Source: an optimization exercise on an open RTL-to-GDS flow (aim: small area and a short achievable clock period). Production flows keep margins and buffers that such runs may drop.
Only simulation tests tie the RTL to the original design; equivalence was not proved.

### design.v
module la_wb_round (
    input  wire [1:0]   cls,
    input  wire         sat,
    input  wire [127:0] v,
    input  wire [9:0]   g,
    input  wire [7:0]   oshift,
    input  wire [3:0]   dfmt,
    input  wire [1:0]   rnd,
    input  wire         ovf,
    input  wire [31:0]  r,
    output reg  [31:0]  d,
    output reg  [2:0]   flags      
);
    localparam CLS_FIN  = 2'd0;
    localparam CLS_NAN  = 2'd1;
    localparam CLS_PINF = 2'd2;
    localparam CLS_NINF = 2'd3;
    localparam RND_RNE = 2'd0;
    localparam RND_RTZ = 2'd1;
    localparam RND_SR  = 2'd2;
    reg        is_int;       
    reg        has_inf;      
    reg [4:0]  t;            
    reg [7:0]  bias;
    reg [31:0] sign_bit;     
    reg [31:0] big_bits;     
    reg [31:0] inf_bits;     
    reg [31:0] nan_bits;     
    always @(*) begin
        is_int  = 1'b0;
        has_inf = 1'b1;
        case (dfmt)
            4'h1: begin  
                t = 5'd7;  bias = 8'd127; sign_bit = 32'h0000_8000;
                big_bits = 32'h0000_7F7F; inf_bits = 32'h0000_7F80; nan_bits = 32'h0000_7FC0;
            end
            4'h2: begin  
                t = 5'd10; bias = 8'd15;  sign_bit = 32'h0000_8000;
                big_bits = 32'h0000_7BFF; inf_bits = 32'h0000_7C00; nan_bits = 32'h0000_7E00;
            end
            4'h3: begin  
                t = 5'd3;  bias = 8'd7;   sign_bit = 32'h0000_0080;
                big_bits = 32'h0000_007E; inf_bits = 32'h0000_007F; nan_bits = 32'h0000_007F;
                has_inf = 1'b0;
            end
            4'h4: begin  
                t = 5'd2;  bias = 8'd15;  sign_bit = 32'h0000_0080;
                big_bits = 32'h0000_007B; inf_bits = 32'h0000_007C; nan_bits = 32'h0000_007E;
            end
            4'h9: begin  
                t = 5'd0;  bias = 8'd0;   sign_bit = 32'h8000_0000;
                big_bits = 32'h7FFF_FFFF; inf_bits = 32'h7FFF_FFFF; nan_bits = 32'h8000_0000;
                is_int = 1'b1;
            end
            default: begin  
                t = 5'd23; bias = 8'd127; sign_bit = 32'h8000_0000;
                big_bits = 32'h7F7F_FFFF; inf_bits = 32'h7F80_0000; nan_bits = 32'h7FC0_0000;
            end
        endcase
    end
    wire         neg  = v[127];
    wire         zero = (v == 128'd0);
    wire [127:0] mag  = neg ? (~v + 128'd1) : v;
    reg [6:0] lz;
    integer i;
    always @(*) begin
        lz = 7'd0;
        for (i = 0; i < 128; i = i + 1)
            if (mag[i])
                lz = 7'd127 - i[6:0];
    end
    wire [127:0] nm = mag << lz;         
    wire signed [12:0] e_x = {{3{g[9]}}, g} + {{5{oshift[7]}}, oshift};
    wire signed [12:0] pe  = e_x + 13'sd127 - $signed({6'd0, lz});
    wire signed [12:0] emin = 13'sd1 - $signed({5'd0, bias});
    reg signed [13:0] sh_s;
    always @(*) begin
        if (is_int)
            sh_s = 14'sd127 - pe;
        else if (pe < emin)
            sh_s = 14'sd127 - $signed({9'd0, t}) + (emin - pe);
        else
            sh_s = 14'sd127 - $signed({9'd0, t});
    end
    reg [7:0] sh;
    always @(*) begin
        if (sh_s < 0)
            sh = 8'd0;
        else if (sh_s > 14'sd160)
            sh = 8'd160;
        else
            sh = sh_s[7:0];
    end
    wire [159:0] x160 = {nm, 32'd0};
    wire [159:0] y    = x160 >> sh;
    wire [159:0] lost_mask = ~({160{1'b1}} << sh);
    wire         lost = |(x160 & lost_mask);
    wire [32:0] lo      = y[64:32];      
    wire [31:0] frac    = y[31:0];       
    wire        rbit    = y[31];
    wire        sticky  = (|y[30:0]) | lost;
    wire        inexact = (|frac) | lost;
    reg up;
    always @(*) begin
        case (rnd)
            RND_RTZ: up = 1'b0;
            RND_SR:  up = (r < frac);
            default: up = rbit & (sticky | lo[0]);
        endcase
    end
    wire [33:0] q = {1'b0, lo} + {33'd0, up};
    wire signed [12:0] ef_s = (pe < emin) ? 13'sd0 : (pe + $signed({5'd0, bias}) - 13'sd1);
    wire [39:0] fp_mag = ({27'd0, ef_s} << t) + {6'd0, q};
    wire fp_at_big = (fp_mag == {8'd0, big_bits});
    wire fp_ovf = (fp_mag > {8'd0, big_bits}) ||
                  ((rnd == RND_RTZ) && fp_at_big && inexact) ||
                  ((rnd == RND_RNE) && fp_at_big && rbit && !up);
    wire int_ovf = (pe >= 13'sd32) ||
                   (!neg && (q > 34'h0_7FFF_FFFF)) ||
                   ( neg && (q > 34'h0_8000_0000));
    wire [31:0] int_val = neg ? (~q[31:0] + 32'd1) : q[31:0];
    wire        x_neg   = (cls == CLS_FIN) ? neg : (cls == CLS_NINF);
    wire [31:0] sgn     = x_neg ? sign_bit : 32'd0;
    wire [31:0] int_clamp = x_neg ? 32'h8000_0000 : 32'h7FFF_FFFF;
    always @(*) begin
        d     = 32'd0;
        flags = 3'b000;
        if (cls == CLS_NAN) begin
            d     = nan_bits;
            flags = is_int ? 3'b110 : 3'b100;
        end else if (sat) begin
            d     = is_int ? int_clamp : (sgn | big_bits);
            flags = 3'b001;
        end else if (cls != CLS_FIN) begin
            if (is_int) begin
                d     = int_clamp;
                flags = 3'b010;
            end else if (ovf) begin
                d     = sgn | big_bits;
                flags = 3'b001;
            end else if (has_inf) begin
                d     = sgn | inf_bits;
                flags = 3'b000;
            end else begin
                d     = nan_bits;
                flags = 3'b110;
            end
        end else if (zero) begin
            d     = 32'd0;
            flags = 3'b000;
        end else if (is_int) begin
            d     = int_ovf ? int_clamp : int_val;
            flags = {2'b00, int_ovf};
        end else if (fp_ovf) begin
            if (has_inf && (rnd != RND_RTZ) && !ovf)
                d = sgn | inf_bits;
            else
                d = sgn | big_bits;
            flags = 3'b001;
        end else begin
            d     = sgn | fp_mag[31:0];
            flags = 3'b000;
        end
    end
endmodule
module la_writeback (
    input  wire         clk,
    input  wire         rst,
    input  wire         in_valid,
    input  wire [1:0]   in_cls,      
    input  wire         in_sat,      
    input  wire [127:0] in_v,        
    input  wire [9:0]   in_g,        
    input  wire [7:0]   in_oshift,   
    input  wire [3:0]   in_dfmt,     
    input  wire [1:0]   in_rnd,      
    input  wire         in_ovf,      
    input  wire [31:0]  in_r,        
    output reg          out_valid,
    output reg  [31:0]  out_d,
    output reg  [2:0]   out_flags    
);
    reg         s1_valid;
    reg [1:0]   s1_cls;
    reg         s1_sat;
    reg [127:0] s1_v;
    reg [9:0]   s1_g;
    reg [7:0]   s1_oshift;
    reg [3:0]   s1_dfmt;
    reg [1:0]   s1_rnd;
    reg         s1_ovf;
    reg [31:0]  s1_r;
    always @(posedge clk) begin
        if (rst)
            s1_valid <= 1'b0;
        else
            s1_valid <= in_valid;
        s1_cls    <= in_cls;
        s1_sat    <= in_sat;
        s1_v      <= in_v;
        s1_g      <= in_g;
        s1_oshift <= in_oshift;
        s1_dfmt   <= in_dfmt;
        s1_rnd    <= in_rnd;
        s1_ovf    <= in_ovf;
        s1_r      <= in_r;
    end
    wire [31:0] wb_d;
    wire [2:0]  wb_flags;
    la_wb_round u_round (
        .cls    (s1_cls),
        .sat    (s1_sat),
        .v      (s1_v),
        .g      (s1_g),
        .oshift (s1_oshift),
        .dfmt   (s1_dfmt),
        .rnd    (s1_rnd),
        .ovf    (s1_ovf),
        .r      (s1_r),
        .d      (wb_d),
        .flags  (wb_flags)
    );
    always @(posedge clk) begin
        if (rst)
            out_valid <= 1'b0;
        else
            out_valid <= s1_valid;
        out_d     <= wb_d;
        out_flags <= wb_flags;
    end
endmodule
### run.sh
#!/bin/bash
# synth_recipe.tcl (not shown) runs the flow's synth.tcl, then flattens the netlist and writes it again
# the make line also repeats each setting of config.mk as NAME=value (left out here)
make -C /OpenROAD-flow-scripts/flow DESIGN_CONFIG=/design/flow/config.mk WORK_HOME=/design/flow/orfs CLKGATE_MAP_FILE= SYNTH_SCRIPT=/design/flow/synth_recipe.tcl finish
### config.mk
export PLATFORM = sky130hd
export DESIGN_NAME = la_writeback
export DESIGN_NICKNAME = la_writeback
export VERILOG_FILES = /design/flow/design.v
export SDC_FILE = /design/flow/constraint.sdc
export NUM_CORES = 4
export LEC_CHECK = 0
export CAP_MARGIN = 20
export CELL_PAD_IN_SITES_DETAIL_PLACEMENT = 1
export CELL_PAD_IN_SITES_GLOBAL_PLACEMENT = 2
export CORE_MARGIN = 2
export CORE_UTILIZATION = 20
export GPL_ROUTABILITY_DRIVEN = 1
export SLEW_MARGIN = 20
### constraint.sdc
create_clock -name core_clock -period 26.0 [get_ports {clk}]
set_input_delay 5.2000 -clock core_clock [delete_from_list [all_inputs] [get_ports {clk}]]
set_output_delay 5.2000 -clock core_clock [all_outputs]
set_load 0.01 [all_outputs]
==> reports/results.tsv <==
stage	metric	value	unit
logic_synthesis	ys_seq_area_frac	0.0802	
clocking	cts_tree	done	
clocking	cts_buffers	26	
sta	min_period_over_period	0.956	
critical_path	cp.arrival	25410	ps
logic_synthesis	synth_cell_types	127	
sta	clock.fmax	40.2	MHz
final_layout	area_growth	30.6	%
clocking	clock-sinks	225	
placed_design	numPortBuffers	226	
sta	maxSlewHeadroom	0.108	
logic_synthesis	syn_area_per_cell	6.55	um^2
critical_path	cp-end-kind	register	
logic_synthesis	syn_nets	8953	
clocking	cts_hold_buf	0	
final_layout	layout_common_cells	buf_4, nand2_1, nor2_1	
critical_path	startpoint_type	register	
placed_design	dp_hpwl	527	mm
clocking	path_clk_slew	70	ps
drt	ant_nets	0	
floorplan	rows	194	
sta	min_period	24850	ps
clocking	root_buffer	clkbuf_16	
drt	drt_iter0_drc	12600	
floorplan	die_h	534	um
final_layout	nFillCells	34100	
sta	setup_viol	0	
logic_synthesis	yosysWarnings	2	
final_layout	final_common_cell	buf_4	
sta	fin_worst_skew	51.1	ps
logic_synthesis	ys_async_sr_fraction	0	
drt	drc_errors	0	
sta	worst_pin_slew	1340	ps
drt	wl_per_cell	48.8	um
run	maxCapViolCount	0	
status	outcome	timing/DRC/antenna clean	
critical_path	crit_top_cell	buf_4	
clocking	clk_latency	650	ps
critical_path	cpMaxStageDelayCell	or4_1	
sta	tns	0	ps
final_layout	fin_nets	9870	
global_routing	antenna_found_initial	62	
logic_synthesis	ys_ff_latch	225	
global_routing	grtUsageTotal	0.435	
clocking	clockBufferDepth	3	
floorplan	core	279000	um^2
floorplan	die_w	534	um
floorplan	initial_core_util	0.201	
placed_design	dp_slack	340	ps
global_routing	grt-ovfl-total	0	
critical_path	worstPathMaxFanout	20	
final_layout	layout-drive-gt1-share	0.192	
drt	via_per_inst	6.76	
floorplan	io_pins	227	
sta	fin_ws	1150	ps
logic_synthesis	netlist_instances	8574	
global_routing	grt_pass1_wl	848	mm
sta	drv_slew	0	
drt	wirelength	648	mm
sta	finalHoldViolCount	0	
logic_synthesis	syn_area	56200	um^2
global_routing	grt_max_degree	149	
clocking	htreeDepth	1	
drt	vias	89800	
critical_path	worst_path_largest_cell_delay	700	ps
critical_path	path_class	register to register	
placed_design	gp_congestion	1.09	
global_routing	first_global_vias	86200	
hold_path	hold_path.class	register to register	
critical_path	required	26550	ps
logic_synthesis	synth_edf_count	0	
logic_synthesis	ys.flop_type	dfxtp_1	
floorplan	die_area	285000	um^2
drt	dr.pass1.iters	9	
stage by stage:
step                       util  instance area (um^2)  cells  hold slack [ps]
after detailed placement  0.257                 71800  13200              448
after global routing      0.262                 73300  13200              467
after floorplan               -                 56200   8574              414
after CTS                 0.260                 72700  13200              464
final                     0.263                 73400  13300              461
after global placement    0.257                 71700  13200              444
path summary, 6_finish.rpt:
path	startpoint	end	slack (ps)	depth (start not counted)
setup reg to reg	s1_v[25]	out_d[10]	1150	110
hold / removal	s1_valid	out_valid	460	1
hold reg to reg	s1_valid	out_valid	460	1
setup / recovery	s1_v[25]	out_d[10]	1150	110
logic make-up after synthesis:
| kind of cell | after synthesis | share of synthesized area |
|---|---|---|
| adders and majority gates | 189 | 0.0431 |
| and+or+nand+nor | 3349 | 0.294 |
| AOI/OAI and AO/OA | 3552 | 0.453 |
| muxes | 121 | 0.0224 |
| DFF | 225 | 0.0802 |
| xor gates and xnor gates | 278 | 0.0434 |
| buffers and inverters | 860 | 0.0644 |
final cells by class:
cell class	count	area [um^2]	share of cell area
diodes	48	120	0.00164
clock buffers	32	713	0.00972
clock inverters	16	195	0.00266
inverters	155	592	0.00807
multi-input cells	7489	49200	0.670
flip-flops and latches	225	4510	0.0615
well taps	3724	4660	0.0635
repair buffers	1594	13400	0.183
cells in the mapped netlist (all sizes together) (167+ instances only):
cell	count	area, um^2
a211oi	280	2110
a21oi	570	2860
buf	256	1350
clkbuf	449	1690
dfxtp	225	4500
ha	180	2250
nand2	843	3170
nand3	343	1720
nand4	167	1060
nor2	850	3210
nor3	392	2000
o211ai	280	2110
o21ai	560	2810
o22ai	224	1430
xnor2	191	1670
per-layer routing:
metal  vias to the layer above  GRT usage  routed length [um]
met3                      1944      0.110               59500
met1                     45700      0.528              255000
met4                        18      0.371               67300
met5                         -    0.00233                 125
li1                      35800          -                   -
met2                      6346      0.639              267000
sequential cells by signal, summed over array words and instances, names as in the netlist:
name and flops:
s1_rnd 2, s1_r 32, s1_oshift 8, out_valid 1
s1_sat 1, s1_cls 2, s1_g 10, s1_ovf 1
out_flags 3, s1_dfmt 4, out_d 32, s1_v 128
s1_valid 1
timing repair:
action | CTS | global route
setup buffers | 0 | 15
resized for setup | 0 | 59
setup endpoints to repair | 0 | 32
worst max-delay path: cells and delay by family (launching register included):
kind	cells	cell delay (ps)
flops	1	440
buf+inv	22	4070
fa+ha+maj	8	2190
xor+xnor	5	1190
compound gates	44	9260
simple gates	31	7570

==> afterwards: timing with drivers on the ports <==
No port has a modelled driver above. Below, the same layout with a new extraction and two added sets of constraints. Step 1 assumes that a clkbuf_16 drives the clock port and a buf_2 every other input. Step 2 moves the port delays by t, midway between the first and last clock arrival at a register: inputs arrive t later, outputs are due t later. That takes back most of the time a late clock gives input paths. Slacks: ideal / step 1 / step 2; pairs: ideal / step 1.
t, ns: 0.726
setup slack, ns: 1.147 / 1.147 / 1.147
worst hold slack (ns): 0.461 / 0.461 / 0.461
slew at the worst register clock pin (ns): 0.07 / 0.07
cell pins on the clock port's net: 1
After both steps this run still meets setup and hold. The setup slack of this run moves by 0.000 ns with the drivers and by 0.000 ns with both steps.
